This is an optimization exercise on Yosys and OpenROAD, whose aim is small area and a short achievable clock period, not a production implementation. Function was checked by simulation only, so behaviour that the tests miss may differ from the original.

--- flow/config.mk ---
export PLATFORM = sky130hd
export DESIGN_NAME = wfq_admit
export DESIGN_NICKNAME = wfq_admit
export VERILOG_FILES = /design/flow/design.v
export SDC_FILE = /design/flow/constraint.sdc
export NUM_CORES = 8
export LEC_CHECK = 0
export ABC_AREA = 1
export CAP_MARGIN = 20
export CORE_MARGIN = 2
export CORE_UTILIZATION = 30
export SLEW_MARGIN = 20
--- flow/constraint.sdc ---
create_clock -name core_clock -period 300.0 [get_ports {clk}]
set_input_delay 60.0000 -clock core_clock [delete_from_list [all_inputs] [get_ports {clk}]]
set_output_delay 60.0000 -clock core_clock [all_outputs]
set_load 0.01 [all_outputs]
--- flow/design.v ---
module wfq_admit (
    input  wire        clk,
    input  wire        rst,           
    input  wire        join_valid,
    input  wire [2:0]  join_flow,
    input  wire [6:0]  join_cells,
    input  wire [7:0]  join_weight,
    input  wire [2:0]  adm_limit,
    output reg  [2:0]  adm_count,
    output reg  [11:0] adm_flow,
    output reg  [47:0] vtime,
    output wire [7:0]  full
);
    localparam NF    = 8;
    localparam DEPTH = 4;
    localparam NADM  = 4;
    localparam TW    = 48;            
    localparam NP    = 28;            
    function integer pidx;
        input integer f;
        input integer g;
        integer a;
        begin
            pidx = 0;
            for (a = 0; a < f; a = a + 1)
                pidx = pidx + (NF - 1 - a);
            pidx = pidx + (g - f - 1);
        end
    endfunction
    function [1:0] cmp2;
        input [TW-1:0] x;
        input [TW-1:0] y;
        reg gt, eq, s;
        begin
            gt   = x[TW-2:0] > y[TW-2:0];
            eq   = x[TW-2:0] == y[TW-2:0];
            s    = x[TW-1] ^ y[TW-1];
            cmp2 = {s ? (!gt && !eq) : gt, s ? gt : (!gt && !eq)};
        end
    endfunction
    reg [TW-1:0]     tq  [0:NF*DEPTH-1];  
    reg [2:0]        cnt [0:NF-1];        
    reg [NF-1:0]     fz;                  
    reg [NP*16-1:0]  rel;                 
    reg              pv;                  
    reg [2:0]        pf;
    reg [6:0]        pc;
    reg [7:0]        pw;
    reg [TW-1:0]     vprev;               
    genvar f, g, i, j, k;
    generate
        for (f = 0; f < NF; f = f + 1) begin : g_full
            assign full[f] = (cnt[f] == DEPTH);
        end
    endgenerate
    wire [7:0] weight = (pf == 3'd7) ? 8'd16 :
                        (pw == 8'd0) ? 8'd1  : pw;
    reg [22:0] incr;
    reg [8:0]  rem;
    reg [9:0]  dif;
    reg        nb;
    integer    b;
    always @* begin
        rem = 9'd0;
        for (b = 22; b >= 0; b = b - 1) begin
            nb  = (b >= 16) ? pc[b-16] : 1'b0;
            dif = {rem, nb} - {2'b00, weight};
            incr[b] = !dif[9];
            rem = dif[9] ? {rem[7:0], nb} : dif[8:0];
        end
    end
    wire [TW-1:0] fin_old = fz[pf] ? {TW{1'b0}} : tq[{pf, 2'd0}];
    wire [1:0]    fv      = cmp2(fin_old, vprev);
    wire [TW-1:0] start   = fv[1] ? fin_old : vprev;
    wire [TW-1:0] ptag    = start + incr;
    wire [31:0] cp;    
    wire [31:0] ct;    
    generate
        for (i = 0; i < 32; i = i + 1) begin : g_cmp
            assign {cp[i], ct[i]} = cmp2(ptag, tq[i]);
        end
    endgenerate
    wire [NF-1:0]    ins;
    wire [TW-1:0]    tv [0:NF*DEPTH-1];
    wire [NP*16-1:0] rv;
    generate
        for (f = 0; f < NF; f = f + 1) begin : g_ins
            assign ins[f] = pv && (pf == f);
            for (i = 0; i < DEPTH; i = i + 1) begin : g_slot
                if (i == 0) begin : g_s0
                    assign tv[f*4+i] = ins[f] ? ptag : tq[f*4+i];
                end else begin : g_sn
                    assign tv[f*4+i] = ins[f] ? tq[f*4+i-1] : tq[f*4+i];
                end
            end
            for (g = f + 1; g < NF; g = g + 1) begin : g_pair
                for (i = 0; i < DEPTH; i = i + 1) begin : g_i
                    for (j = 0; j < DEPTH; j = j + 1) begin : g_j
                        localparam integer B = pidx(f, g) * 16 + i * 4 + j;
                        wire from_f = (i == 0) ? cp[g*4+j] : rel[B-4];
                        wire from_g = (j == 0) ? ct[f*4+i] : rel[B-1];
                        assign rv[B] = ins[f] ? from_f : ins[g] ? from_g : rel[B];
                    end
                end
            end
        end
    endgenerate
    wire [2:0]  used  [0:NADM][0:NF-1];    
    wire [3:0]  hp    [0:NADM-1][0:NF-1];  
    wire [NF-1:0] avail [0:NADM-1];
    wire [NF-1:0] win   [0:NADM-1];        
    wire [NADM-1:0] found;
    wire [31:0] wsel  [0:NADM-1];          
    generate
        for (f = 0; f < NF; f = f + 1) begin : g_u0
            assign used[0][f] = 3'd0;
        end
        for (k = 0; k < NADM; k = k + 1) begin : g_round
            for (f = 0; f < NF; f = f + 1) begin : g_head
                wire [1:0] p = cnt[f][1:0] - 2'd1 - used[k][f][1:0];
                assign avail[k][f] = used[k][f] < cnt[f];
                assign hp[k][f]    = 4'b0001 << p;
                assign used[k+1][f] = used[k][f] + {2'd0, win[k][f]};
                for (i = 0; i < DEPTH; i = i + 1) begin : g_ws
                    assign wsel[k][f*4+i] = win[k][f] && hp[k][f][i];
                end
            end
            wire [NF*NF-1:0] rl;
            for (f = 0; f < NF; f = f + 1) begin : g_ra
                for (g = f + 1; g < NF; g = g + 1) begin : g_rj
                    localparam integer B = pidx(f, g) * 16;
                    wire [15:0] m;
                    for (i = 0; i < DEPTH; i = i + 1) begin : g_mi
                        for (j = 0; j < DEPTH; j = j + 1) begin : g_mj
                            assign m[i*4+j] = hp[k][f][i] && hp[k][g][j] && rv[B+i*4+j];
                        end
                    end
                    assign rl[f*8+g] = |m;
                end
            end
            wire [NF-1:0] kept [0:NF];
            wire [NF:0]   any;
            assign kept[0] = {NF{1'b0}};
            assign any[0]  = 1'b0;
            for (g = 0; g < NF; g = g + 1) begin : g_scan
                wire [NF-1:0] col;
                for (f = 0; f < NF; f = f + 1) begin : g_col
                    if (f < g) begin : g_lo
                        assign col[f] = kept[g][f] && rl[f*8+g];
                    end else begin : g_hi
                        assign col[f] = 1'b0;
                    end
                end
                wire sw = avail[k][g] && (!any[g] || (|col));
                assign kept[g+1] = sw ? ({{(NF-1){1'b0}}, 1'b1} << g) : kept[g];
                assign any[g+1]  = any[g] || avail[k][g];
            end
            assign win[k]   = kept[NF];
            assign found[k] = any[NF];
        end
    endgenerate
    wire [NADM-1:0] take;
    assign take[0] = found[0] && (adm_limit != 3'd0);
    assign take[1] = found[1] && (adm_limit >= 3'd2);
    assign take[2] = found[2] && (adm_limit >= 3'd3);
    assign take[3] = found[3] && (adm_limit >= 3'd4);
    wire [2:0] n_adm = {2'b00, take[0]} + {2'b00, take[1]}
                     + {2'b00, take[2]} + {2'b00, take[3]};
    function [2:0] enc8;
        input [7:0] oh;
        begin
            enc8 = {|oh[7:4], |{oh[7:6], oh[3:2]}, |{oh[7], oh[5], oh[3], oh[1]}};
        end
    endfunction
    wire [11:0] flows_next;
    generate
        for (k = 0; k < NADM; k = k + 1) begin : g_fl
            assign flows_next[k*3 +: 3] = take[k] ? enc8(win[k]) : 3'd0;
        end
    endgenerate
    wire [NADM-1:0] last = take & ~(take >> 1);
    wire [31:0] fsel = ({32{last[0]}} & wsel[0]) | ({32{last[1]}} & wsel[1])
                     | ({32{last[2]}} & wsel[2]) | ({32{last[3]}} & wsel[3]);
    reg [TW-1:0] vsel;
    integer e;
    always @* begin
        vsel = {TW{1'b0}};
        for (e = 0; e < 32; e = e + 1)
            vsel = vsel | ({TW{fsel[e]}} & tv[e]);
    end
    wire [TW-1:0] v_next = take[0] ? vsel : vtime;
    wire join_acc = join_valid && !full[join_flow];
    integer n;
    always @(posedge clk) begin
        vprev <= vtime;
        if (rst) begin
            vtime     <= {TW{1'b0}};
            adm_count <= 3'd0;
            adm_flow  <= 12'd0;
            pv        <= 1'b0;
            fz        <= {NF{1'b1}};
            for (n = 0; n < NF; n = n + 1)
                cnt[n] <= 3'd0;
        end else begin
            vtime     <= v_next;
            adm_count <= n_adm;
            adm_flow  <= flows_next;
            pv        <= join_acc;
            fz        <= fz & ~ins;
            for (n = 0; n < NF; n = n + 1)
                cnt[n] <= cnt[n]
                          - ({2'd0, take[0] && win[0][n]} + {2'd0, take[1] && win[1][n]}
                           + {2'd0, take[2] && win[2][n]} + {2'd0, take[3] && win[3][n]})
                          + {2'd0, join_acc && (join_flow == n[2:0])};
        end
        pf <= join_flow;
        pc <= join_cells;
        pw <= join_weight;
    end
    always @(posedge clk) begin
        for (n = 0; n < 32; n = n + 1)
            tq[n] <= tv[n];
        rel <= rv;
    end
endmodule
--- flow/run.sh ---
#!/bin/bash
# synth_recipe.tcl (not shown) runs the flow's synth.tcl, then flattens the netlist and writes it again
# the make line also repeats each setting of config.mk as NAME=value (left out here)
make -C /OpenROAD-flow-scripts/flow DESIGN_CONFIG=/design/flow/config.mk WORK_HOME=/design/flow/orfs CLKGATE_MAP_FILE= SYNTH_SCRIPT=/design/flow/synth_recipe.tcl finish
==> impl_metrics.tcl, run 1 <==
set metrics [dict create \
    status "complete, no violations" \
    holdCritPathClass "reg -> reg" \
    synth_area_leaders "dfxtp_1 (28%), ha_1 (15%), nand2_1 (12%)" \
    synth_simple_gate_area_share_pct 20.5 \
    die_h_um 716 \
    vias 170000 \
    finalCoreUtilization_pct 34.5 \
    port_buffers 94 \
    routedWlPerCell_um 33.0 \
    clock_path_buffers 4 \
    coreArea_mm2 0.505 \
    grt_setup_unrepaired "no" \
    start_util_pct 30.1 \
    antenna_found_initial 178 \
    hpwlAfterDp_um 752000 \
    cts_resized 0 \
    rows 261 \
    layout-drive-gt1-share_pct 7.07 \
    cp_common_cell "nand2_1" \
    finClkSkew_ps 123 \
    insertion_delay_ps 1040 \
    top_layer "met5" \
    holdPathStages 0 \
    finalWirelength_um 956000 \
    synth_flop_cell "dfxtp_1" \
    met2WireLength_um 375000 \
    design_area_mm2 0.174 \
    timing.final.hold_violations 0 \
    cp.arrival_ps 88080 \
    grt_start_max_net_pins 188 \
    worst-path-max-fanout 25 \
    max_stage_delay_ps 760 \
    area_delta_synth_final_pct 14.6 \
    start_kind "flop" \
    htree_levels 5 \
    drt-initial-drc-count 26500 \
    r2r_end "vtime[42]$_SDFFE_PP0P_" \
    min_from "vtime[33]$_SDFFE_PP0P_" \
    synth_top_family_by_area "compound AO/OA/AOI/OAI gates" \
    setup_viol 0 \
    dieArea_mm2 0.513 \
    regToRegSetupSlack_ps 212760 \
    num_io_pins 95 \
    yosys_warnings 3 \
    nets 23900 \
    ant_nets 0 \
    fin_crit_ps 87240 \
    avgSynthCellArea_um2 6.94 \
    cts_tree "yes" \
    preCtsSetupSlack_ps 213920 \
    ys_ff_latch 2146 \
    place_inst 28400 \
    worstSetupPathType "reg -> reg" \
    fin_crit_sh_pct 29.1 \
    cts_setup_buffers 0 \
    grt_pass1_vias 152000 \
    holdWs_ps 384 \
    drcViolationCount 0 \
    synth_edf_count 0 \
    drv_cap 0 \
    yosys.area.top_type "dfxtp_1" \
    ctsHoldBuffers 0 \
    max_freq_mhz 11.5 \
    layout_common_cells "nand2_1 (5049), inv_1 (3041), o21ai_0 (2588)" \
    viasPerCell 5.85 \
    numCtsBuffers 285 \
    setup_ws_ps 212760 \
    async_flop_share_pct 0 \
    netlist_instances 21900 \
    ctsRootBufferMaster "clkbuf_16" \
    r2r_cells 453 \
    ys_seq_area_share_pct 28.2 \
    synthMuxAreaShare_pct 0.0395 \
    overflow 0 \
    synth-compound-area-share_pct 23.8 \
    cts_sinks 2146 \
    wl_met1_um 394000 \
    hold_end "vprev[33]$_DFF_P_" \
    grt_pass1_wl_um 1270000 \
    worst_pin_slew_ps 1280 \
    met3_length_um 122000 \
    final_common_cell "nand2_1" \
    gp_congestion 1.08 \
    critPathRequiredTime_ps 300840 \
    yosys.area_share.adder_pct 15.9 \
    dpl-instance-area_mm2 0.164 \
    grt_use_total_pct 35.6 \
    synthXorXnorAreaFrac_pct 1.31 \
    r2r_start "pw[1]$_DFF_P_" \
    slew_viol_final 0 \
    crit_path_end_kind "flop" \
    die_w_um 716 \
    synth_top_cell_area_share_pct 28.2 \
    clkTransAtPathRegs_ps 60 \
    finalSetupTns_ps 0 \
    yosysUniqueCellTypes 91 \
    slew_headroom_pct 14.4 \
    firstDrtPassIters 7 \
    instances_no_fill 29000 \
    slowest_stage "nand4_1" \
    syn-cell-area_mm2 0.152 \
]
-- how the worst max path moves through the flow --
stage                       start                      to  slack (ps)  cells past startpoint
floorplan            adm_limit[1]  vtime[32]$_SDFFE_PP0P_      235230                     31
detailed placement  pw[1]$_DFF_P_  vtime[39]$_SDFFE_PP0P_      213920                    442
global route        pw[1]$_DFF_P_  vtime[39]$_SDFFE_PP0P_      206050                    453
CTS                 pw[1]$_DFF_P_  vtime[39]$_SDFFE_PP0P_      213680                    445
finish              pw[1]$_DFF_P_  vtime[42]$_SDFFE_PP0P_      212760                    453
global placement    pw[1]$_DFF_P_  vtime[39]$_SDFFE_PP0P_      213350                    452
-- logic make-up (layout without fill, tap and decap cells) --
logic type / Yosys count / in the layout
DFF: 2146 / 2146
other: 1 / 78
AOI/OAI and AO/OA: 6077 / 6077
xor gates and xnor gates: 225 / 225
and+or+nand+nor: 7471 / 7471
adders and majority gates: 1910 / 1910
buffers and inverters: 4104 / 4369
muxes: 6 / 6
-- Yosys cell counts, types with 74 or more instances --
master,n
o22ai_1,617
inv_1,3072
o2111ai_1,87
nand4_1,342
a221oi_1,460
nor4_1,94
clkbuf_1,868
a2111oi_0,74
o21ai_1,81
o21ai_0,2632
nor3_1,137
o211ai_1,228
nor2_1,876
nand2_1,5051
dfxtp_1,2146
ha_1,1876
a211oi_1,88
nand3_1,741
o221ai_1,96
a21oi_1,1250
xor2_1,153
-- sequential cells by signal (all words and copies together) (netlist names) --
name,flops
adm_count,3
rel,448
pv,1
tq,1536
fz,8
vprev,48
vtime,48
adm_flow,12
pf,3
pc,7
cnt,24
pw,8
-- metal layers --
metal | vias to the layer above | track usage [%]
met5 | - | 0
met1 | 81100 | 47.2
met3 | 2260 | 12.2
met4 | 100 | 20.0
li1 | 75400 | -
met2 | 10700 | 50.0
-- final cells by class --
| cell class | count | area [um2] |
|---|---|---|
| Antenna cell | 75 | 188 |
| Clock buffer | 397 | 8230 |
| Clock inverter | 117 | 1780 |
| Fill cell | 54200 | 331000 |
| Inverter | 3126 | 11800 |
| Multi-Input combinational cell | 15700 | 95100 |
| Sequential cell | 2146 | 43000 |
| Tap cell | 6706 | 8390 |
| Timing Repair Buffer | 729 | 5970 |
-- worst max-delay path, delay by kind of cell (launching register included) --
family          cells  cell delay [ps]
simple gates      214            34070
compound gates    121            28760
buf+inv            83            12190
fa+ha+maj          32            10150
xor+xnor            3             1110
flops               1              440
==> inputs of run 2 (changes only) <==
--- a/flow/design.v
+++ b/flow/design.v
@@ -30,12 +30,17 @@
     function [1:0] cmp2;
         input [TW-1:0] x;
         input [TW-1:0] y;
-        reg gt, eq, s;
+        reg ge, gt, s;
+        integer b;
         begin
-            gt   = x[TW-2:0] > y[TW-2:0];
-            eq   = x[TW-2:0] == y[TW-2:0];
+            ge = 1'b1;
+            gt = 1'b0;
+            for (b = 0; b < TW - 1; b = b + 1) begin
+                ge = (!x[b] && y[b]) || (!x[b] && ge) || (y[b] && ge);
+                gt = (!x[b] && y[b]) || (!x[b] && gt) || (y[b] && gt);
+            end
             s    = x[TW-1] ^ y[TW-1];
-            cmp2 = {s ? (!gt && !eq) : gt, s ? gt : (!gt && !eq)};
+            cmp2 = {s ? gt : !ge, s ? !ge : gt};
         end
     endfunction
     reg [TW-1:0]     tq  [0:NF*DEPTH-1];  
@@ -55,19 +60,160 @@
     endgenerate
     wire [7:0] weight = (pf == 3'd7) ? 8'd16 :
                         (pw == 8'd0) ? 8'd1  : pw;
+    function [24:0] recip;
+        input [6:0] idx;
+        begin
+            case (idx)
+            7'd0: recip = 25'h1000000;
+            7'd1: recip = 25'h0fe03f9;
+            7'd2: recip = 25'h0fc0fc1;
+            7'd3: recip = 25'h0fa232d;
+            7'd4: recip = 25'h0f83e10;
+            7'd5: recip = 25'h0f6603e;
+            7'd6: recip = 25'h0f4898e;
+            7'd7: recip = 25'h0f2b9d7;
+            7'd8: recip = 25'h0f0f0f1;
+            7'd9: recip = 25'h0ef2eb8;
+            7'd10: recip = 25'h0ed7304;
+            7'd11: recip = 25'h0ebbdb3;
+            7'd12: recip = 25'h0ea0ea1;
+            7'd13: recip = 25'h0e865ad;
+            7'd14: recip = 25'h0e6c2b5;
+            7'd15: recip = 25'h0e52599;
+            7'd16: recip = 25'h0e38e39;
+            7'd17: recip = 25'h0e1fc79;
+            7'd18: recip = 25'h0e07039;
+            7'd19: recip = 25'h0dee95d;
+            7'd20: recip = 25'h0dd67c9;
+            7'd21: recip = 25'h0dbeb62;
+            7'd22: recip = 25'h0da740e;
+            7'd23: recip = 25'h0d901b3;
+            7'd24: recip = 25'h0d79436;
+            7'd25: recip = 25'h0d62b81;
+            7'd26: recip = 25'h0d4c77c;
+            7'd27: recip = 25'h0d3680e;
+            7'd28: recip = 25'h0d20d21;
+            7'd29: recip = 25'h0d0b6a0;
+            7'd30: recip = 25'h0cf6475;
+            7'd31: recip = 25'h0ce168b;
+            7'd32: recip = 25'h0cccccd;
+            7'd33: recip = 25'h0cb8728;
+            7'd34: recip = 25'h0ca4588;
+            7'd35: recip = 25'h0c907db;
+            7'd36: recip = 25'h0c7ce0d;
+            7'd37: recip = 25'h0c6980d;
+            7'd38: recip = 25'h0c565c9;
+            7'd39: recip = 25'h0c43730;
+            7'd40: recip = 25'h0c30c31;
+            7'd41: recip = 25'h0c1e4bc;
+            7'd42: recip = 25'h0c0c0c1;
+            7'd43: recip = 25'h0bfa030;
+            7'd44: recip = 25'h0be82fb;
+            7'd45: recip = 25'h0bd6911;
+            7'd46: recip = 25'h0bc5265;
+            7'd47: recip = 25'h0bb3ee8;
+            7'd48: recip = 25'h0ba2e8c;
+            7'd49: recip = 25'h0b92144;
+            7'd50: recip = 25'h0b81703;
+            7'd51: recip = 25'h0b70fbc;
+            7'd52: recip = 25'h0b60b61;
+            7'd53: recip = 25'h0b509e7;
+            7'd54: recip = 25'h0b40b41;
+            7'd55: recip = 25'h0b30f64;
+            7'd56: recip = 25'h0b21643;
+            7'd57: recip = 25'h0b11fd4;
+            7'd58: recip = 25'h0b02c0c;
+            7'd59: recip = 25'h0af3ade;
+            7'd60: recip = 25'h0ae4c42;
+            7'd61: recip = 25'h0ad602c;
+            7'd62: recip = 25'h0ac7692;
+            7'd63: recip = 25'h0ab8f6a;
+            7'd64: recip = 25'h0aaaaab;
+            7'd65: recip = 25'h0a9c84b;
+            7'd66: recip = 25'h0a8e840;
+            7'd67: recip = 25'h0a80a81;
+            7'd68: recip = 25'h0a72f06;
+            7'd69: recip = 25'h0a655c5;
+            7'd70: recip = 25'h0a57eb6;
+            7'd71: recip = 25'h0a4a9d0;
+            7'd72: recip = 25'h0a3d70b;
+            7'd73: recip = 25'h0a3065f;
+            7'd74: recip = 25'h0a237c4;
+            7'd75: recip = 25'h0a16b32;
+            7'd76: recip = 25'h0a0a0a1;
+            7'd77: recip = 25'h09fd80a;
+            7'd78: recip = 25'h09f1166;
+            7'd79: recip = 25'h09e4cae;
+            7'd80: recip = 25'h09d89d9;
+            7'd81: recip = 25'h09cc8e2;
+            7'd82: recip = 25'h09c09c1;
+            7'd83: recip = 25'h09b4c70;
+            7'd84: recip = 25'h09a90e8;
+            7'd85: recip = 25'h099d723;
+            7'd86: recip = 25'h0991f1b;
+            7'd87: recip = 25'h09868c9;
+            7'd88: recip = 25'h097b426;
+            7'd89: recip = 25'h097012f;
+            7'd90: recip = 25'h0964fdb;
+            7'd91: recip = 25'h095a026;
+            7'd92: recip = 25'h094f20a;
+            7'd93: recip = 25'h0944581;
+            7'd94: recip = 25'h0939a86;
+            7'd95: recip = 25'h092f114;
+            7'd96: recip = 25'h0924925;
+            7'd97: recip = 25'h091a2b4;
+            7'd98: recip = 25'h090fdbd;
+            7'd99: recip = 25'h0905a39;
+            7'd100: recip = 25'h08fb824;
+            7'd101: recip = 25'h08f177a;
+            7'd102: recip = 25'h08e7836;
+            7'd103: recip = 25'h08dda53;
+            7'd104: recip = 25'h08d3dcc;
+            7'd105: recip = 25'h08ca29d;
+            7'd106: recip = 25'h08c08c1;
+            7'd107: recip = 25'h08b7035;
+            7'd108: recip = 25'h08ad8f3;
+            7'd109: recip = 25'h08a42f9;
+            7'd110: recip = 25'h089ae41;
+            7'd111: recip = 25'h0891ac8;
+            7'd112: recip = 25'h0888889;
+            7'd113: recip = 25'h087f781;
+            7'd114: recip = 25'h08767ac;
+            7'd115: recip = 25'h086d906;
+            7'd116: recip = 25'h0864b8b;
+            7'd117: recip = 25'h085bf38;
+            7'd118: recip = 25'h0853409;
+            7'd119: recip = 25'h084a9fa;
+            7'd120: recip = 25'h0842109;
+            7'd121: recip = 25'h0839931;
+            7'd122: recip = 25'h083126f;
+            7'd123: recip = 25'h0828cc0;
+            7'd124: recip = 25'h0820821;
+            7'd125: recip = 25'h081848e;
+            7'd126: recip = 25'h0810205;
+            7'd127: recip = 25'h0808081;
+            default: recip = 25'h0;
+            endcase
+        end
+    endfunction
+    reg [2:0]  wl;
+    reg [7:0]  wn;
+    reg [31:0] prod;
     reg [22:0] incr;
-    reg [8:0]  rem;
-    reg [9:0]  dif;
-    reg        nb;
-    integer    b;
     always @* begin
-        rem = 9'd0;
-        for (b = 22; b >= 0; b = b - 1) begin
-            nb  = (b >= 16) ? pc[b-16] : 1'b0;
-            dif = {rem, nb} - {2'b00, weight};
-            incr[b] = !dif[9];
-            rem = dif[9] ? {rem[7:0], nb} : dif[8:0];
-        end
+        casez (weight)
+            8'b1???????: wl = 3'd7;
+            8'b01??????: wl = 3'd6;
+            8'b001?????: wl = 3'd5;
+            8'b0001????: wl = 3'd4;
+            8'b00001???: wl = 3'd3;
+            8'b000001??: wl = 3'd2;
+            8'b0000001?: wl = 3'd1;
+            default:     wl = 3'd0;
+        endcase
+        wn   = weight << (3'd7 - wl);
+        prod = pc * recip(wn[6:0]);
+        incr = prod >> (4'd8 + wl);
     end
     wire [TW-1:0] fin_old = fz[pf] ? {TW{1'b0}} : tq[{pf, 2'd0}];
     wire [1:0]    fv      = cmp2(fin_old, vprev);
@@ -129,13 +275,13 @@
             for (f = 0; f < NF; f = f + 1) begin : g_ra
                 for (g = f + 1; g < NF; g = g + 1) begin : g_rj
                     localparam integer B = pidx(f, g) * 16;
-                    wire [15:0] m;
-                    for (i = 0; i < DEPTH; i = i + 1) begin : g_mi
-                        for (j = 0; j < DEPTH; j = j + 1) begin : g_mj
-                            assign m[i*4+j] = hp[k][f][i] && hp[k][g][j] && rv[B+i*4+j];
-                        end
+                    wire [3:0] row;
+                    for (j = 0; j < DEPTH; j = j + 1) begin : g_row
+                        assign row[j] = (hp[k][f][0] && rv[B+0*4+j]) || (hp[k][f][1] && rv[B+1*4+j])
+                                     || (hp[k][f][2] && rv[B+2*4+j]) || (hp[k][f][3] && rv[B+3*4+j]);
                     end
-                    assign rl[f*8+g] = |m;
+                    assign rl[f*8+g] = (hp[k][g][0] && row[0]) || (hp[k][g][1] && row[1])
+                                    || (hp[k][g][2] && row[2]) || (hp[k][g][3] && row[3]);
                 end
             end
             wire [NF-1:0] kept [0:NF];
--- a/flow/config.mk
+++ b/flow/config.mk
@@ -8,5 +8,5 @@
 export ABC_AREA = 1
 export CAP_MARGIN = 20
 export CORE_MARGIN = 2
-export CORE_UTILIZATION = 30
+export CORE_UTILIZATION = 55
 export SLEW_MARGIN = 20
==> run 2 against run 1 <==
Still clean on timing, DRC and antenna. Design area fell by 4.2%. Non-clock buffer count fell by 246. Critical path depth fell by 437. Register-to-register slack improved by 29000 ps. Count of clock-buffer cells in the layout fell by 32. Synthesized cell count rose by 21%. Utilization rose by 25 points. Via count rose by 15%.
==> impl_metrics.tcl, run 2 <==
set metrics [dict create \
    status "complete, no violations" \
    synth.most_common_cell "nand2_1" \
    port_buffers 94 \
    fin_crit_ps 64740 \
    setup_viol 0 \
    hpwlAfterDp_um 619000 \
    setup_ws_ps 235260 \
    rows 194 \
    num_io_pins 95 \
    crit_path_end_kind "flop" \
    place_inst 29400 \
    max_stage_delay_ps 880 \
    synth_edf_count 0 \
    slew_headroom_pct 4.17 \
    die_h_um 535 \
    synth_area_leaders "dfxtp_1 (28%), nand2_1 (23%), o21ai_0 (9.4%)" \
    fillers 27600 \
    ctsRootBufferMaster "clkbuf_16" \
    routedWlPerCell_um 28.8 \
    critPathRequiredTime_ps 300810 \
    ys_ff_latch 2146 \
    worst-path-max-fanout 27 \
    slew_viol_final 0 \
    yosys.area.top_type "dfxtp_1" \
    ctsHoldBuffers 0 \
    yosys_warnings 3 \
    dieArea_mm2 0.286 \
    start_kind "primary input" \
    drv_cap 0 \
    grt_pass1_wl_um 1200000 \
    layout_common_cells "nand2_1 (9559), inv_1 (3291), o21ai_0 (2897)" \
    cts_tree "yes" \
    antenna_found_initial 120 \
    timing.final.hold_violations 0 \
    firstDrtPassIters 15 \
    cp.arrival_ps 65550 \
    synth.top_cells.by_count "nand2_1 (9591), inv_1 (3296), o21ai_0 (2906), dfxtp_1 (2146), nor2_1 (2144)" \
    finalSetupTns_ps 0 \
    cts_resized 0 \
    finalWirelength_um 862000 \
    ys_seq_area_share_pct 27.7 \
    finClkSkew_ps 63.4 \
    numCtsBuffers 262 \
    layout-drive-gt1-share_pct 4.89 \
    die_w_um 535 \
    clkTransAtPathRegs_ps 60 \
    grt_pass1_vias 171000 \
    grt_setup_unrepaired "no" \
    preCtsSetupSlack_ps 234930 \
    gp_congestion 1.14 \
    avgSynthCellArea_um2 5.83 \
    critPathBufInv 6 \
    coreArea_mm2 0.280 \
    cp_common_cell "nor2_1" \
    synth_flop_cell "dfxtp_1" \
    cts_setup_buffers 0 \
    slowest_stage "inv_2" \
    largest_register_ffs 1536 \
    cts_sinks 2146 \
    grt_use_total_pct 57.3 \
    worstSetupPathType "in -> reg" \
    start_util_pct 55.4 \
    netlist_instances 26600 \
    insertion_delay_ps 970 \
    top_register "tq" \
    clock_path_buffers 4 \
    drt-initial-drc-count 38600 \
    vias 194000 \
    nets 26300 \
    instances_no_fill 30000 \
    grt_start_max_net_pins 188 \
    cp_cell_sequence "clkdlybuf4s50_1, inv_1, nand3_1, nand2_4, clkinv_2, ha_1, buf_4, nand4_1, nand3_4, buf_12, inv_2, nor2_1, nor2_1, nand2_1, nor2_1, a21oi_1" \
    async_flop_share_pct 0 \
    worst_pin_slew_ps 1430 \
    reg.largest.list "tq x1536, rel x448" \
    holdCritPathClass "reg -> reg" \
    drcViolationCount 0 \
    overflow 0 \
    yosysUniqueCellTypes 86 \
    final_common_cell "nand2_1" \
    synth_top_cell_area_share_pct 27.7 \
    fin_crit_sh_pct 21.6 \
    area_delta_synth_final_pct 7.93 \
    htree_levels 5 \
    max_freq_mhz 15.4 \
    crit_family "buffers and inverters" \
    viasPerCell 6.48 \
    ant_nets 0 \
    syn-cell-area_mm2 0.155 \
]
[run 2: cell count changes after synthesis, moves of 126 or more]
cell,delta
a21oi_1,-242
a221oi_1,-379
buf_2,+126
ha_1,-1638
inv_1,+224
nand2_1,+4540
nand3_1,+246
nand4_1,-167
nor2_1,+1268
o21ai_0,+274
[run 2: worst paths after layout]
kind / from / endpoint / slack, ps / cells past startpoint
max: adm_limit[2] / vtime[44]$_SDFFE_PP0P_ / 235260 / 16
min: fz[7]$_SDFF_PP1_ / fz[7]$_SDFF_PP1_ / 450 / 2
max reg2reg: pf[0]$_DFF_P_ / vtime[20]$_SDFFE_PP0P_ / 242240 / 252
min reg2reg: fz[7]$_SDFF_PP1_ / fz[7]$_SDFF_PP1_ / 450 / 2
[run 2: metal layers]
layer  share of wire [%]  vias to the layer above  routed length [um]  track usage [%]
li1                    -                    84300                   -                -
met1                  34                    87100              293000             68.4
met2                  37                    17800              320000             76.2
met3                  18                     4837              159000             28.9
met4                  10                      118               87500             46.4
met5                0.21                        -                1780             1.80
[run 2: worst reg2reg max path: cells and delay by family, from the launching register on]
family | cells | cell delay, ps
AND/OR/NAND/NOR | 154 | 30110
buffers and inverters | 37 | 11540
AO/OA/AOI/OAI | 45 | 9980
adder cells (fa/ha/maj) | 12 | 4520
flip-flops | 1 | 760
XOR/XNOR | 4 | 730
[run 2: layout make-up]
class	count	area (um2)	share of cell area (%)
Sequential cell	2146	43000	25.7
Inverter	3452	13000	7.79
Multi-Input combinational cell	19600	93600	56.0
Clock buffer	365	7450	4.46
Clock inverter	98	1200	0.719
Timing Repair Buffer	483	4020	2.41
Antenna cell	88	220	0.132
Tap cell	3724	4660	2.79
[run 2: stage by stage]
| stage | hold WS, ps | util, % | area [um2] |
|---|---|---|---|
| 2_1_floorplan | 390 | - | 155000 |
| 3_3_place_gp | 428 | 56.6 | 158000 |
| 3_5_place_dp | 428 | 56.6 | 158000 |
| 4_1_cts | 440 | 59.7 | 167000 |
| 5_1_grt | 442 | 59.7 | 167000 |
| 6_report | 448 | 59.8 | 167000 |
[run 2: cell families (layout without fill, tap and decap cells)]
group / Yosys count / after routing / synth area share, %
xor+xnor: 98 / 98 / 0.559
compound gates: 5804 / 5804 / 21.3
mux: 8 / 8 / 0.0517
fa+ha+maj: 427 / 427 / 4.09
buf+inv: 4817 / 4398 / 12.3
simple gates: 13300 / 13300 / 34.0
flops: 2146 / 2146 / 27.7
other cells: 0 / 88 / 0
==> inputs of run 3 (changes only) <==
--- a/flow/config.mk
+++ b/flow/config.mk
@@ -8,5 +8,5 @@
 export ABC_AREA = 1
 export CAP_MARGIN = 20
 export CORE_MARGIN = 2
-export CORE_UTILIZATION = 55
+export CORE_UTILIZATION = 30
 export SLEW_MARGIN = 20
==> run 3 against run 2 <==
Non-clock buffer count is 54 higher. Worst setup slack gained 85 ps. Global-route usage fell by 23 points. Utilization down 26 points. Fmax increased by 0.13%. Clock skew up 26 ps. Wire length is 8.0% higher. Highest routed layer unchanged. Critical path depth unchanged.
==> impl_metrics.tcl, run 3 <==
set metrics [dict create \
    grt_pass1_wl_um 1270000 \
    seq_area_mm2 0.0430 \
    routedWlPerCell_um 28.0 \
    ant_nets 0 \
    cp.arrival_ps 65530 \
    yosys.area.top_type "dfxtp_1" \
    nets 26400 \
    regToRegSetupSlack_ps 244430 \
    max_freq_mhz 15.5 \
    finalSetupTns_ps 0 \
    worstSetupPathType "in -> reg" \
    finClkSkew_ps 89.7 \
    final_common_cell "nand2_1" \
    numCtsBuffers 282 \
    synth_area_leaders "dfxtp_1 (28%), nand2_1 (23%), o21ai_0 (9.4%)" \
    start_util_pct 30.1 \
    preCtsSetupSlack_ps 234780 \
    fillers 57300 \
    worst_pin_slew_ps 1340 \
    viasPerCell 5.64 \
    crit_path_end_kind "flop" \
    critPathRequiredTime_ps 300880 \
    r2r_end "vtime[44]$_SDFFE_PP0P_" \
    met3_length_um 111000 \
    reg.largest.list "tq x1536, rel x448" \
    dieArea_mm2 0.522 \
    layout_common_cells "nand2_1 (9555), inv_1 (3291), o21ai_0 (2894)" \
    cts_resized 0 \
    cts_setup_buffers 0 \
    yosysUniqueCellTypes 86 \
    ys_seq_area_share_pct 27.7 \
    cts_sinks 2146 \
    area_delta_synth_final_pct 11.2 \
    dpl-instance-area_mm2 0.163 \
    coreArea_mm2 0.514 \
    slowest_stage "inv_2" \
    synth.top_cells.by_count "nand2_1 (9591), inv_1 (3296), o21ai_0 (2906), dfxtp_1 (2146), nor2_1 (2144)" \
    synth_top_cell_area_share_pct 27.7 \
    status "complete, no violations" \
    cts_tree "yes" \
    critPathBufInv 5 \
    avgSynthCellArea_um2 5.83 \
    drt-initial-drc-count 29100 \
    crit_family "buffers and inverters" \
    max_stage_delay_ps 1390 \
    drv_cap 0 \
    die_h_um 722 \
    drcViolationCount 0 \
    met2WireLength_um 382000 \
    synth_edf_count 0 \
    finalWirelength_um 931000 \
    grt_pass1_vias 167000 \
    num_io_pins 95 \
    layout-drive-gt1-share_pct 5.21 \
    synth_flop_cell "dfxtp_1" \
    grt_start_max_net_pins 225 \
    slew_viol_final 0 \
    cp-startpoint "adm_limit[2]" \
    design_area_mm2 0.172 \
    clkTransAtPathRegs_ps 60 \
    cp_cell_sequence "clkdlybuf4s50_1, o21ai_1, buf_4, inv_2, nor2_2, buf_4, nand2_1, nor2_1, nor2_1, nand3_4, inv_2, nor2_1, nor2_1, nand2_1, nor2_1, a21oi_1" \
    r2r_start "pf[2]$_DFF_P_" \
    synth.most_common_cell "nand2_1" \
    gp_congestion 1.06 \
    syn-cell-area_mm2 0.155 \
    finalCoreUtilization_pct 33.5 \
    start_kind "primary input" \
    cp_common_cell "nor2_1" \
    setup_ws_ps 235350 \
    grt_use_total_pct 33.8 \
    fin_crit_ps 64650 \
    largest_register_ffs 1536 \
    worstSetupEndpoint "vtime[44]$_SDFFE_PP0P_" \
    insertion_delay_ps 1040 \
    yosys_warnings 3 \
    antenna_found_initial 137 \
    timing.final.hold_violations 0 \
    top_layer "met5" \
    grt_setup_unrepaired "no" \
    holdCritPathClass "reg -> reg" \
    r2r_cells 264 \
    multi_input_area_mm2 0.0937 \
    wl_met1_um 364000 \
    netlist_instances 26600 \
    worst-path-max-fanout 34 \
    slew_headroom_pct 10.9 \
    hpwlAfterDp_um 687000 \
    setup_viol 0 \
    firstDrtPassIters 12 \
    clock_path_buffers 4 \
    ys_ff_latch 2146 \
    vias 187000 \
    top_register "tq" \
    htree_levels 5 \
    fin_crit_sh_pct 21.6 \
    ctsRootBufferMaster "clkbuf_16" \
    rows 263 \
    port_buffers 94 \
    ctsHoldBuffers 0 \
    async_flop_share_pct 0 \
    overflow 0 \
    die_w_um 722 \
    path_depth 16 \
]
[run 3: cell counts after synthesis]
No cell type changed its count.
[run 3: worst min-delay path by stage]
stage                     startpoint  slack [ps]  cells past startpoint          endpoint
2_1_floorplan  vtime[0]$_SDFFE_PP0P_         390                      0  vprev[0]$_DFF_P_
3_3_place_gp        fz[2]$_SDFF_PP1_         430                      2  fz[2]$_SDFF_PP1_
3_5_place_dp        fz[6]$_SDFF_PP1_         430                      2  fz[6]$_SDFF_PP1_
4_1_cts             fz[5]$_SDFF_PP1_         450                      2  fz[5]$_SDFF_PP1_
5_1_grt             fz[6]$_SDFF_PP1_         470                      2  fz[6]$_SDFF_PP1_
6_report            fz[5]$_SDFF_PP1_         450                      2  fz[5]$_SDFF_PP1_
[run 3: logic make-up after synthesis]
logic type / share of synthesized area [%]
adders and majority gates: 4.09
xor gates and xnor gates: 0.559
muxes: 0.0517
and+or+nand+nor: 34.0
DFF: 27.7
buffers and inverters: 12.3
AOI/OAI and AO/OA: 21.3
[run 3: worst reg2reg max path, delay by kind of cell, from the launching register on]
kind            cells  cell delay (ps)
flops               1              310
buf+inv            34            10700
fa+ha+maj          11             4030
compound gates     47            11150
xor+xnor            6             2020
simple gates      166            27280
[run 3: stage by stage]
step / std cells / hold slack (ps)
2_1_floorplan: 26600 / 390
3_3_place_gp: 32600 / 429
3_5_place_dp: 32600 / 434
4_1_cts: 33100 / 448
5_1_grt: 33100 / 465
6_report: 33200 / 446
[run 3: cell type report]
type / count / area share (%)
tap: 6890 / 5.01
antenna: 70 / 0.102
timing repair buffer: 537 / 2.55
inverter: 3452 / 7.57
sequential: 2146 / 25.0
clock buffer: 424 / 4.86
multi-input combinational: 19600 / 54.4
clock inverter: 76 / 0.554
[run 3: layer usage]
layer,up-vias,global-route usage [%]
met3,2822,8.32
met4,78,22.4
li1,84500,-
met5,-,0.259
met1,87100,43.5
met2,12800,49.9
==> inputs of run 4 (changes only) <==
--- a/flow/design.v
+++ b/flow/design.v
@@ -306,12 +306,12 @@
         end
     endgenerate
     wire [NADM-1:0] take;
-    assign take[0] = found[0] && (adm_limit != 3'd0);
-    assign take[1] = found[1] && (adm_limit >= 3'd2);
-    assign take[2] = found[2] && (adm_limit >= 3'd3);
-    assign take[3] = found[3] && (adm_limit >= 3'd4);
-    wire [2:0] n_adm = {2'b00, take[0]} + {2'b00, take[1]}
-                     + {2'b00, take[2]} + {2'b00, take[3]};
+    assign take[0] = found[0] && (adm_limit[2] || adm_limit[1] || adm_limit[0]);
+    assign take[1] = found[1] && (adm_limit[2] || adm_limit[1]);
+    assign take[2] = found[2] && (adm_limit[2] || (adm_limit[1] && adm_limit[0]));
+    assign take[3] = found[3] && adm_limit[2];
+    wire [2:0] n_adm = {take[3], take[1] && !take[3],
+                        (take[0] && !take[1]) || (take[2] && !take[3])};
     function [2:0] enc8;
         input [7:0] oh;
         begin
==> flow/flow/run.sh (new file) <==
#!/bin/bash
# Own flow: the standard layout (standard.sh, ORFS from synthesis to the
# final layout), with one change: ABC maps the logic with an area-oriented
# script (flow/abc_area.script: dc2, dch -f, map -a) instead of ORFS's
# abc_area.script, which maps for delay and then buffers and upsizes.
# Registers are mapped before ABC runs, so they are the standard synthesis's.
set -euo pipefail
W=$(pwd)
rm -rf "$W/scripts"
cp -a "$FLOW_HOME/scripts" "$W/scripts"
cp "$W/flow/abc_area.script" "$W/scripts/abc_area.script"
export SCRIPTS_DIR="$W/scripts"
bash "$W/standard.sh" > "$W/standard_make.log" 2>&1
==> flow/flow/abc_area.script (new file) <==
strash
dc2
dch -f
map -a
topo
stime -c
==> flow/standard.sh (new file) <==
#!/bin/bash
# synth_recipe.tcl (not shown) runs the flow's synth.tcl, then flattens the netlist and writes it again
# the make line also repeats each setting of config.mk as NAME=value (left out here)
make -C /OpenROAD-flow-scripts/flow DESIGN_CONFIG=/design/flow/config.mk WORK_HOME=/design/flow/orfs CLKGATE_MAP_FILE= SYNTH_SCRIPT=/design/flow/synth_recipe.tcl "${@:-finish}"
removed: flow/run.sh
==> run 4 against run 3 <==
Sequential share of layout area up 2.2 points. Register-to-register slack worse by 7400 ps. Global-route usage up 2.9 points. Synthesized area down 13%. Wire length down 5.7%. Non-clock buffer count up 89. Clock skew up 20 ps. Critical path type unchanged. Highest routed layer unchanged.
==> impl_metrics.tcl, run 4 <==
set metrics [dict create \
    die_w_um 676 \
    nets 21700 \
    min_from "vtime[34]$_SDFFE_PP0P_" \
    critPathRequiredTime_ps 300820 \
    ys_ff_latch 2146 \
    fin_crit_ps 66220 \
    antenna_found_initial 81 \
    yosysUniqueCellTypes 61 \
    max_freq_mhz 15.1 \
    slew_headroom_pct 6.47 \
    design_area_mm2 0.158 \
    gp_congestion 1.13 \
    layout-drive-gt1-share_pct 6.42 \
    r2r_end "vtime[42]$_SDFFE_PP0P_" \
    synth_flop_cell "dfxtp_1" \
    synth.most_common_cell "nand2_1" \
    synth_area_leaders "dfxtp_1 (32%), nand2_1 (12%), o21ai_0 (9.3%)" \
    coreArea_mm2 0.449 \
    dieArea_mm2 0.457 \
    grt_pass1_wl_um 1210000 \
    grt_use_total_pct 36.7 \
    finalWirelength_um 878000 \
    hold_end "vprev[34]$_DFF_P_" \
    drv_cap 0 \
    dpl-instance-area_mm2 0.149 \
    holdCritPathClass "reg -> reg" \
    slew_viol_final 0 \
    setup_viol 0 \
    insertion_delay_ps 1000 \
    overflow 0 \
    cts_resized 0 \
    grt_start_max_net_pins 181 \
    avgSynthCellArea_um2 6.66 \
    area_delta_synth_final_pct 16.8 \
    netlist_instances 20400 \
    viasPerCell 6.21 \
    cts_setup_buffers 0 \
    finClkSkew_ps 109 \
    async_flop_share_pct 0 \
    synth_edf_count 0 \
    grt_pass1_vias 154000 \
    worst-path-max-fanout 30 \
    clock_path_buffers 4 \
    start_util_pct 30.2 \
    worstSetupPathType "in -> reg" \
    fin_crit_sh_pct 22.1 \
    firstDrtPassIters 13 \
    die_h_um 676 \
    synth.top_cells.by_count "nand2_1 (4495), o21ai_0 (2524), clkinv_1 (2483), nor2_1 (2364), dfxtp_1 (2146)" \
    rows 246 \
    timing.final.hold_violations 0 \
    drcViolationCount 0 \
    finalCoreUtilization_pct 35.2 \
    cts_sinks 2146 \
    cts_tree "yes" \
    synth_top_cell_area_share_pct 31.7 \
    crit_path_end_kind "flop" \
    finalSetupTns_ps 0 \
    syn-cell-area_mm2 0.136 \
    vias 171000 \
    numCtsBuffers 278 \
    top_register "tq" \
    drt-initial-drc-count 26200 \
    holdPathStages 0 \
    htree_levels 5 \
    yosys.area.top_type "dfxtp_1" \
    layout_common_cells "nand2_1 (4482), o21ai_0 (2508), clkinv_1 (2438)" \
    regToRegSetupSlack_ps 237030 \
    status "complete, no violations" \
    num_io_pins 95 \
    cp.arrival_ps 67040 \
    hpwlAfterDp_um 653000 \
    grt_setup_unrepaired "no" \
    yosys_warnings 3 \
    r2r_cells 295 \
    start_kind "primary input" \
    ys_seq_area_share_pct 31.7 \
    routedWlPerCell_um 31.9 \
    ctsHoldBuffers 0 \
    port_buffers 94 \
    place_inst 26900 \
    instances_no_fill 27500 \
    largest_register_ffs 1536 \
    r2r_start "pf[1]$_DFF_P_" \
    worst_pin_slew_ps 1400 \
    ant_nets 0 \
    ctsRootBufferMaster "clkbuf_16" \
    reg.largest.list "tq x1536, rel x448" \
    final_common_cell "nand2_1" \
    clkTransAtPathRegs_ps 60 \
]
==> run 4: changes by cell type in the layout (fill, tap and decap cells not counted), sizes merged, moves of 163 or more <==
cell,change
a21oi,+371
inv,-3369
nand3,-508
a221oi,+163
clkinv,+2405
nor2,+196
a22oi,+917
nor3,+194
o21ai,-537
nand2,-5162
a31oi,+216
==> run 4: stage by stage <==
stage	worst slack, ps	hold WS, ps
6_report	233780	390
5_1_grt	233990	391
4_1_cts	234390	381
3_5_place_dp	233370	373
3_3_place_gp	233190	371
2_1_floorplan	235110	390
==> run 4: final cells by class <==
class,count,area (um2)
Clock buffer,395,8050
Tap cell,5952,7450
Sequential cell,2146,43000
Clock inverter,92,1260
Inverter,2483,9400
Multi-Input combinational cell,15700,83900
Fill cell,48900,291000
Timing Repair Buffer,626,5090
Antenna cell,68,170
==> run 4: kinds of logic (layout without fill, tap and decap cells) <==
group	after synthesis	after routing	share of synthesized area (%)
AO/OA/AOI/OAI	7289	7289	33.1
other	0	68	0
buffers and inverters	2483	3596	6.88
AND/OR/NAND/NOR	7943	7943	23.3
multiplexers	12	12	0.0905
XOR/XNOR	95	95	0.614
adder cells (fa/ha/maj)	382	382	4.33
flip-flops	2146	2146	31.7
==> run 4: critical path, cell delays in order <==
cell,delay [ps]
clkdlybuf4s50_1,530
nor2_1,280
clkinv_1,180
o22ai_4,160
buf_4,870
nor2_1,120
clkinv_1,500
nor2_1,360
a22oi_1,270
nand2_1,80
nor2_1,640
clkinv_2,1080
buf_4,700
a22oi_1,260
nand2_1,80
nor4_1,720
a31oi_1,150
==> run 4: worst max path at each step <==
stage                     depth (start not counted)                endpoint         start
after CTS                                        17  vtime[42]$_SDFFE_PP0P_  adm_limit[2]
after global routing                             17  vtime[42]$_SDFFE_PP0P_  adm_limit[2]
after detailed placement                         17  vtime[42]$_SDFFE_PP0P_  adm_limit[2]
after global placement                           17  vtime[42]$_SDFFE_PP0P_  adm_limit[2]
final                                            17  vtime[42]$_SDFFE_PP0P_  adm_limit[2]
after floorplan                                  15  vtime[37]$_SDFFE_PP0P_  adm_limit[2]
==> run 4: routing by layer <==
metal / track usage (%) / up-vias / part of all wire, %
met5: 0 / - / 0.024
met4: 27.5 / 32 / 9.1
met3: 9.32 / 3065 / 11
met2: 53.9 / 12400 / 41
met1: 46.2 / 80600 / 39
li1: - / 74600 / -
==> inputs of run 5 (changes only) <==
--- a/flow/design.v
+++ b/flow/design.v
@@ -251,22 +251,19 @@
             end
         end
     endgenerate
-    wire [2:0]  used  [0:NADM][0:NF-1];    
-    wire [3:0]  hp    [0:NADM-1][0:NF-1];  
+    wire [3:0]  hp    [0:NADM][0:NF-1];    
     wire [NF-1:0] avail [0:NADM-1];
     wire [NF-1:0] win   [0:NADM-1];        
     wire [NADM-1:0] found;
     wire [31:0] wsel  [0:NADM-1];          
     generate
-        for (f = 0; f < NF; f = f + 1) begin : g_u0
-            assign used[0][f] = 3'd0;
+        for (f = 0; f < NF; f = f + 1) begin : g_h0
+            assign hp[0][f] = {cnt[f] == 3'd4, cnt[f] == 3'd3, cnt[f] == 3'd2, cnt[f] == 3'd1};
         end
         for (k = 0; k < NADM; k = k + 1) begin : g_round
             for (f = 0; f < NF; f = f + 1) begin : g_head
-                wire [1:0] p = cnt[f][1:0] - 2'd1 - used[k][f][1:0];
-                assign avail[k][f] = used[k][f] < cnt[f];
-                assign hp[k][f]    = 4'b0001 << p;
-                assign used[k+1][f] = used[k][f] + {2'd0, win[k][f]};
+                assign avail[k][f] = |hp[k][f];
+                assign hp[k+1][f]  = win[k][f] ? {1'b0, hp[k][f][3:1]} : hp[k][f];
                 for (i = 0; i < DEPTH; i = i + 1) begin : g_ws
                     assign wsel[k][f*4+i] = win[k][f] && hp[k][f][i];
                 end
==> flow/flow/run.sh (replaced) <==
#!/bin/bash
# Own flow: the standard layout (standard.sh, ORFS from synthesis to the
# final layout) with two changes:
# - ABC maps the logic with an area-oriented script (flow/abc_area.script:
#   dc2, dch -f, map -a) instead of ORFS's abc_area.script, which maps for
#   delay and then buffers and upsizes. Registers are mapped before ABC runs,
#   so they are the standard synthesis's.
# - ORFS's repair_timing steps (floorplan, after CTS, after global routing)
#   run with a setup margin of 237 ns, so they work on the paths longer than
#   63 ns of the 300 ns clock. The constraints are the design's.
set -euo pipefail
W=$(pwd)
rm -rf "$W/scripts"
cp -a "$FLOW_HOME/scripts" "$W/scripts"
cp "$W/flow/abc_area.script" "$W/scripts/abc_area.script"
export SCRIPTS_DIR="$W/scripts"
bash "$W/standard.sh" SETUP_SLACK_MARGIN=237 finish > "$W/standard_make.log" 2>&1
--- a/flow/config.mk
+++ b/flow/config.mk
@@ -6,7 +6,10 @@
 export NUM_CORES = 8
 export LEC_CHECK = 0
 export ABC_AREA = 1
-export CAP_MARGIN = 20
+export CAP_MARGIN = 10
 export CORE_MARGIN = 2
 export CORE_UTILIZATION = 30
-export SLEW_MARGIN = 20
+export CTS_BUF_LIST = sky130_fd_sc_hd__clkbuf_16
+export CTS_CLUSTER_DIAMETER = 120
+export CTS_CLUSTER_SIZE = 20
+export SLEW_MARGIN = 10
==> run 5 against run 4 <==
The layout now fails its checks (max-capacitance violations, max-slew violations). Synthesized area fell by 1.3%. Wire length rose by 10%.
==> impl_metrics.tcl, run 5 <==
set metrics [dict create \
    ant_nets 0 \
    layout-drive-gt1-share_pct 6.92 \
    die_h_um 672 \
    yosys_warnings 3 \
    slowest_stage "buf_4" \
    drt-initial-drc-count 29200 \
    avgSynthCellArea_um2 6.61 \
    start_kind "primary input" \
    hpwlAfterDp_um 718000 \
    start_util_pct 30.1 \
    synth.top_cells.by_count "nand2_1 (4676), o21ai_0 (2437), nor2_1 (2395), clkinv_1 (2276), dfxtp_1 (2146)" \
    critPathBufInv 7 \
    routedWlPerCell_um 35.5 \
    ys_ff_latch 2146 \
    clock_path_buffers 4 \
    ys_seq_area_share_pct 32.1 \
    holdWs_ps 421 \
    async_flop_share_pct 0 \
    synth_edf_count 0 \
    numCtsBuffers 137 \
    largest_register_ffs 1536 \
    grt_pass1_wl_um 1310000 \
    max_stage_delay_ps 550 \
    yosysUniqueCellTypes 58 \
    synth_top_cell_area_share_pct 32.1 \
    syn-cell-area_mm2 0.134 \
    dieArea_mm2 0.451 \
    finClkSkew_ps 101 \
    design_area_mm2 0.154 \
    netlist_instances 20200 \
    reg.largest.list "tq x1536, rel x448" \
    slew_headroom_pct -1.84 \
    violations "max-capacitance violations, max-slew violations" \
    crit_family "buffers and inverters" \
    layout_common_cells "nand2_1 (4631), o21ai_0 (2400), nor2_1 (2325)" \
    finalSetupTns_ps 0 \
    port_buffers 94 \
    htree_levels 4 \
    setup_viol 0 \
    insertion_delay_ps 990 \
    synth_area_leaders "dfxtp_1 (32%), nand2_1 (13%), o21ai_0 (9.1%)" \
    rows 245 \
    grt_pass1_vias 155000 \
    firstDrtPassIters 9 \
    ctsHoldBuffers 0 \
    worst-path-max-fanout 14 \
    yosys.area.top_type "dfxtp_1" \
    area_delta_synth_final_pct 14.9 \
    finalCoreUtilization_pct 34.6 \
    fin_crit_ps 63000 \
    crit_path_end_kind "flop" \
    grt_start_max_net_pins 176 \
    cp_common_cell "clkinv_1" \
    vias 174000 \
    synth_flop_cell "dfxtp_1" \
    coreArea_mm2 0.444 \
    gp_congestion 1.14 \
    critPathRequiredTime_ps 300870 \
    fin_crit_sh_pct 21.0 \
    cts_sinks 2146 \
    drcViolationCount 0 \
    final_common_cell "nand2_1" \
    cts_tree "yes" \
    viasPerCell 6.38 \
    finalWirelength_um 968000 \
    grt_setup_unrepaired "no" \
    slew_viol_final 3 \
    top_register "tq" \
    clkTransAtPathRegs_ps 100 \
    num_io_pins 95 \
    cp.arrival_ps 63860 \
    status "finished with violations" \
    max_freq_mhz 15.9 \
    drv_cap 1 \
    worstSetupPathType "in -> reg" \
    dpl-instance-area_mm2 0.148 \
    nets 21400 \
    worst_pin_slew_ps 1510 \
    timing.final.hold_violations 0 \
    grt_use_total_pct 40.8 \
    overflow 0 \
    antenna_found_initial 129 \
    ctsRootBufferMaster "clkbuf_16" \
    cp_cell_sequence "dlygate4sd2_1, a21oi_4, clkinv_1, o21ai_2, buf_8, clkinv_1, nor2_4, clkinv_4, nor2_1, clkinv_1, o22ai_1, a31oi_1, nand2_4, buf_4, a22oi_1, nand4_1, nor4_1, a41oi_1" \
    holdCritPathClass "reg -> reg" \
    synth.most_common_cell "nand2_1" \
    die_w_um 672 \
]
run 5: cell count changes in the layout (fill, tap and decap cells not counted), moves of 68 or more:
cell,before,now
a21oi_1,1380,1553
a22o_2,75,143
buf_4,518,624
clkbuf_16,281,141
clkinv_1,2438,2232
ha_1,228,98
nand2_1,4482,4631
o211ai_1,342,201
o21ai_0,2508,2400
run 5: metrics by stage:
| step | std cells | setup WS, ps |
|---|---|---|
| finish | 27200 | 237010 |
| global route | 27200 | 237010 |
| detailed placement | 26900 | 232880 |
| CTS | 27100 | 237000 |
| floorplan | 20200 | 236700 |
| global placement | 26900 | 232900 |
run 5: area by class of cell:
type                            count  area [um2]
Antenna cell                      104         260
Clock buffer                      141        3530
Clock inverter                     33         342
Fill cell                       49100      291000
Inverter                         2276        8660
Multi-Input combinational cell  15800       83900
Sequential cell                  2146       43000
Tap cell                         5928        7420
Timing Repair Buffer              782        6590
run 5: cell families after synthesis:
logic type | after synthesis | share of synthesized area, %
XOR/XNOR | 64 | 0.419
buffers and inverters | 2276 | 6.39
flip-flops | 2146 | 32.1
adder cells (fa/ha/maj) | 237 | 2.99
AO/OA/AOI/OAI | 7357 | 33.8
AND/OR/NAND/NOR | 8153 | 24.2
multiplexers | 12 | 0.0898
run 5: repair_timing:
action	in CTS	in global routing
pin swaps	21	4
buffers inserted	42	7
gates resized for setup	188	30
setup endpoints to repair	57	48
cloned	11	2
run 5: metal layers:
layer  global-route usage [%]  part of all wire [%]
met1                     50.3                    38
met2                     60.0                    41
met3                     10.8                    12
met4                     32.8                   9.6
met5                        0                 0.056
run 5: final timing paths:
kind | start | slack [ps] | end | depth (start not counted)
worst min-delay path | vtime[45]$_SDFFE_PP0P_ | 420 | vprev[45]$_DFF_P_ | 0
worst max register to register | pf[2]$_DFF_P_ | 240610 | vtime[1]$_SDFFE_PP0P_ | 265
worst max-delay path | adm_limit[0] | 237010 | vtime[16]$_SDFFE_PP0P_ | 18
worst min register to register | vtime[45]$_SDFFE_PP0P_ | 420 | vprev[45]$_DFF_P_ | 0
run 5: worst reg2reg max path, delay by kind of cell, from the launching register on:
family / cells / cell delay [ps]
AND/OR/NAND/NOR: 107 / 20010
AO/OA/AOI/OAI: 102 / 25060
buffers and inverters: 55 / 13410
adder cells (fa/ha/maj): 1 / 430
flip-flops: 1 / 320
==> inputs of run 6 (changes only) <==
--- a/flow/flow/run.sh
+++ b/flow/flow/run.sh
@@ -2,7 +2,7 @@
 # Own flow: the standard layout (standard.sh, ORFS from synthesis to the
 # final layout) with two changes:
 # - ABC maps the logic with an area-oriented script (flow/abc_area.script:
-#   dc2, dch -f, map -a) instead of ORFS's abc_area.script, which maps for
+#   deepsyn for 120 s, then dch -f and amap) instead of ORFS's abc_area.script, which maps for
 #   delay and then buffers and upsizes. Registers are mapped before ABC runs,
 #   so they are the standard synthesis's.
 # - ORFS's repair_timing steps (floorplan, after CTS, after global routing)
==> flow/flow/abc_area.script (replaced) <==
strash
&get -n
&deepsyn -T 120
&put
dch -f
amap -F 8 -A 16 -C 1000
topo
stime -c
--- a/flow/config.mk
+++ b/flow/config.mk
@@ -6,10 +6,10 @@
 export NUM_CORES = 8
 export LEC_CHECK = 0
 export ABC_AREA = 1
-export CAP_MARGIN = 10
+export CAP_MARGIN = 20
 export CORE_MARGIN = 2
 export CORE_UTILIZATION = 30
 export CTS_BUF_LIST = sky130_fd_sc_hd__clkbuf_16
 export CTS_CLUSTER_DIAMETER = 120
 export CTS_CLUSTER_SIZE = 20
-export SLEW_MARGIN = 10
+export SLEW_MARGIN = 20
==> run 6 against run 5 <==
Now clean on timing, DRC and antenna. Clock skew is 11 ps higher. Count of clock-buffer cells in the layout shrank 5. Synthesized cell count shrank 28%. Die area shrank 12%. Fmax shrank 0.39%. Non-clock buffer count decreased by 25.
==> impl_metrics.tcl, run 6 <==
set metrics [dict create \
    drv_cap 0 \
    clock_path_buffers 4 \
    insertion_delay_ps 990 \
    cts_sinks 2146 \
    slew_headroom_pct 2.28 \
    top_register "tq" \
    grt_pass1_vias 138000 \
    start_util_pct 30.1 \
    gp_congestion 1.15 \
    grt_start_max_net_pins 148 \
    critPathRequiredTime_ps 300830 \
    hpwlAfterDp_um 643000 \
    grt_setup_unrepaired "yes" \
    yosysUniqueCellTypes 61 \
    drt-initial-drc-count 35200 \
    synthXorXnorAreaFrac_pct 0 \
    holdPathStages 0 \
    dieArea_mm2 0.399 \
    critPathBufInv 5 \
    yosys_warnings 3 \
    num_io_pins 95 \
    synthMuxAreaShare_pct 0 \
    layout_common_cells "o22ai_1 (2692), clkinv_1 (2639), dfxtp_1 (2146)" \
    grt_pass1_wl_um 1180000 \
    setup_viol 0 \
    grt_use_total_pct 42.1 \
    worst-path-max-fanout 22 \
    synth_top_cell_area_share_pct 36.3 \
    area_delta_synth_final_pct 16.5 \
    status "complete, no violations" \
    layout-drive-gt1-share_pct 7.69 \
    clkTransAtPathRegs_ps 90 \
    antenna_found_initial 116 \
    synth_simple_gate_area_share_pct 9.17 \
    max_stage_delay_ps 790 \
    htree_levels 4 \
    path_depth 15 \
    reg.largest.list "tq x1536, rel x448" \
    synth-compound-area-share_pct 42.5 \
    firstDrtPassIters 13 \
    final_common_cell "o22ai_1" \
    synth.most_common_cell "o22ai_1" \
    rows 230 \
    crit_family "compound AO/OA/AOI/OAI gates" \
    yosys.area_share.adder_pct 3.38 \
    overflow 0 \
    fin_crit_ps 63240 \
    drcViolationCount 0 \
    holdCritPathClass "reg -> reg" \
    synth_area_leaders "dfxtp_1 (36%), o22ai_1 (14%), clkinv_1 (8.6%)" \
    yosys.area.top_type "dfxtp_1" \
    finalWirelength_um 890000 \
    avgSynthCellArea_um2 8.07 \
    syn-cell-area_mm2 0.118 \
    r2r_cells 223 \
    coreArea_mm2 0.393 \
    slowest_stage "a222oi_1" \
    worstSetupPathType "in -> reg" \
    ctsRootBufferMaster "clkbuf_16" \
    numCtsBuffers 135 \
    cp.arrival_ps 64070 \
    synth_edf_count 0 \
    ys_seq_area_share_pct 36.3 \
    crit_path_end_kind "flop" \
    slew_viol_final 0 \
    ys_ff_latch 2146 \
    netlist_instances 14700 \
    largest_register_ffs 1536 \
    max_freq_mhz 15.8 \
    port_buffers 94 \
    die_w_um 632 \
    finClkSkew_ps 112 \
    vias 154000 \
    ant_nets 0 \
    worst_pin_slew_ps 1470 \
    synth.top_cells.by_count "o22ai_1 (2725), clkinv_1 (2704), dfxtp_1 (2146), nor2_1 (1127), o21ai_0 (788)" \
    cts_tree "yes" \
    viasPerCell 7.36 \
    fin_crit_sh_pct 21.1 \
    timing.final.hold_violations 0 \
    cp_cell_sequence "clkdlybuf4s15_2, nor2_4, clkinv_4, o32ai_4, nor2_4, clkinv_4, o32ai_4, a222oi_1, o21ai_4, buf_12, buf_12, a222oi_1, nand4_1, a2111oi_2, nor2_1" \
    routedWlPerCell_um 42.6 \
    synth_flop_cell "dfxtp_1" \
    synth_top_family_by_area "compound AO/OA/AOI/OAI gates" \
    finalSetupTns_ps 0 \
    start_kind "primary input" \
    die_h_um 632 \
    async_flop_share_pct 0 \
    nets 15800 \
]
[run 6: path summary, 6_finish.rpt]
path | start | to | slack [ps]
min reg2reg | vtime[13]$_SDFFE_PP0P_ | vprev[13]$_DFF_P_ | 440
min | vtime[13]$_SDFFE_PP0P_ | vprev[13]$_DFF_P_ | 440
max reg2reg | pf[2]$_DFF_P_ | vtime[11]$_SDFFE_PP0P_ | 237500
max | adm_limit[2] | vtime[24]$_SDFFE_PP0P_ | 236760
[run 6: what timing repair did]
item / 4_1_cts / 5_1_grt
pin swaps: 30 / 12
setup buffers: 47 / 22
hold endpoints to repair: 0 / 0
resized for setup: 162 / 102
gates cloned: 8 / 1
hold buffers: 0 / 0
endpoints found under the setup margin: 67 / 75
[run 6: per-layer routing]
metal / vias up / track usage, % / share of wire, % / routed length, um
li1: 60400 / - / - / -
met1: 73800 / 50.6 / 35 / 315000
met2: 15500 / 57.1 / 38 / 340000
met3: 4140 / 18.7 / 16 / 142000
met4: 64 / 34.6 / 10 / 92200
met5: - / 0.386 / 0.060 / 535
[run 6: final cells by class]
class	instances	area, um2
fill	41600	255000
antenna	90	225
timing repair buffer	757	6550
timing repair inverter	1	8.76
multi-input combinational	9807	67300
inverter	2704	10500
sequential	2146	43000
clock buffer	136	3400
clock inverter	30	313
tap	5220	6530
[run 6: kinds of logic (layout without fill, tap and decap cells)]
kind of cell    after synthesis  count (layout)
flops                      2146            2146
compound gates             7117            7119
simple gates               2449            2451
fa+ha+maj                   237             237
buf+inv                    2704            3628
other cells                   0              90
[run 6: per-stage QoR]
stage | std cells | hold WS, ps | instance area, um2 | setup WS, ps | util [%]
floorplan | 14700 | 393 | 119000 | 236680 | -
global placement | 20500 | 434 | 132000 | 232880 | 33.5
detailed placement | 20500 | 422 | 132000 | 233060 | 33.6
CTS | 20800 | 407 | 137000 | 237070 | 34.8
global route | 20800 | 423 | 138000 | 236840 | 35.1
finish | 20900 | 437 | 138000 | 236760 | 35.1

-- re-timing with driven ports --
Ports are ideal in the flow. The routed layouts listed here were re-timed in OpenROAD. Step 1 (the two cells are an assumption about what drives the block):
set clk [get_ports {clk}]
set_driving_cell -lib_cell sky130_fd_sc_hd__clkbuf_16 $clk
set_driving_cell -lib_cell sky130_fd_sc_hd__buf_2 [delete_from_list [all_inputs] $clk]
Step 2 moves the port delays by t, midway between the first and last clock arrival at a register: inputs arrive t later, outputs are due t later. That takes back most of the time a late clock gives input paths. Three values: ideal, step 1, step 2; two values: the first two.
| run | t (ns) | slack for setup (ns) | hold WS [ns] |
|---|---|---|---|
| run 1 | 1.108 | 212.759 / 212.759 / 212.759 | 0.384 / 0.384 / 0.384 |
| run 2 | 1.060 | 235.263 / 235.360 / 234.300 | 0.448 / 0.448 / 0.448 |
| run 3 | 1.121 | 235.348 / 235.359 / 234.238 | 0.446 / 0.446 / 0.446 |
| run 4 | 1.067 | 233.782 / 233.875 / 232.809 | 0.390 / 0.390 / 0.390 |
| run 5 | 1.070 | 237.005 / 237.069 / 236.016 | 0.421 / 0.421 / 0.421 |
| run 6 | 1.063 | 236.756 / 236.861 / 235.798 | 0.437 / 0.437 / 0.437 |
The setup slack of run 3, which loses most, moves by +0.011 ns with the drivers and by -1.110 ns with both steps.
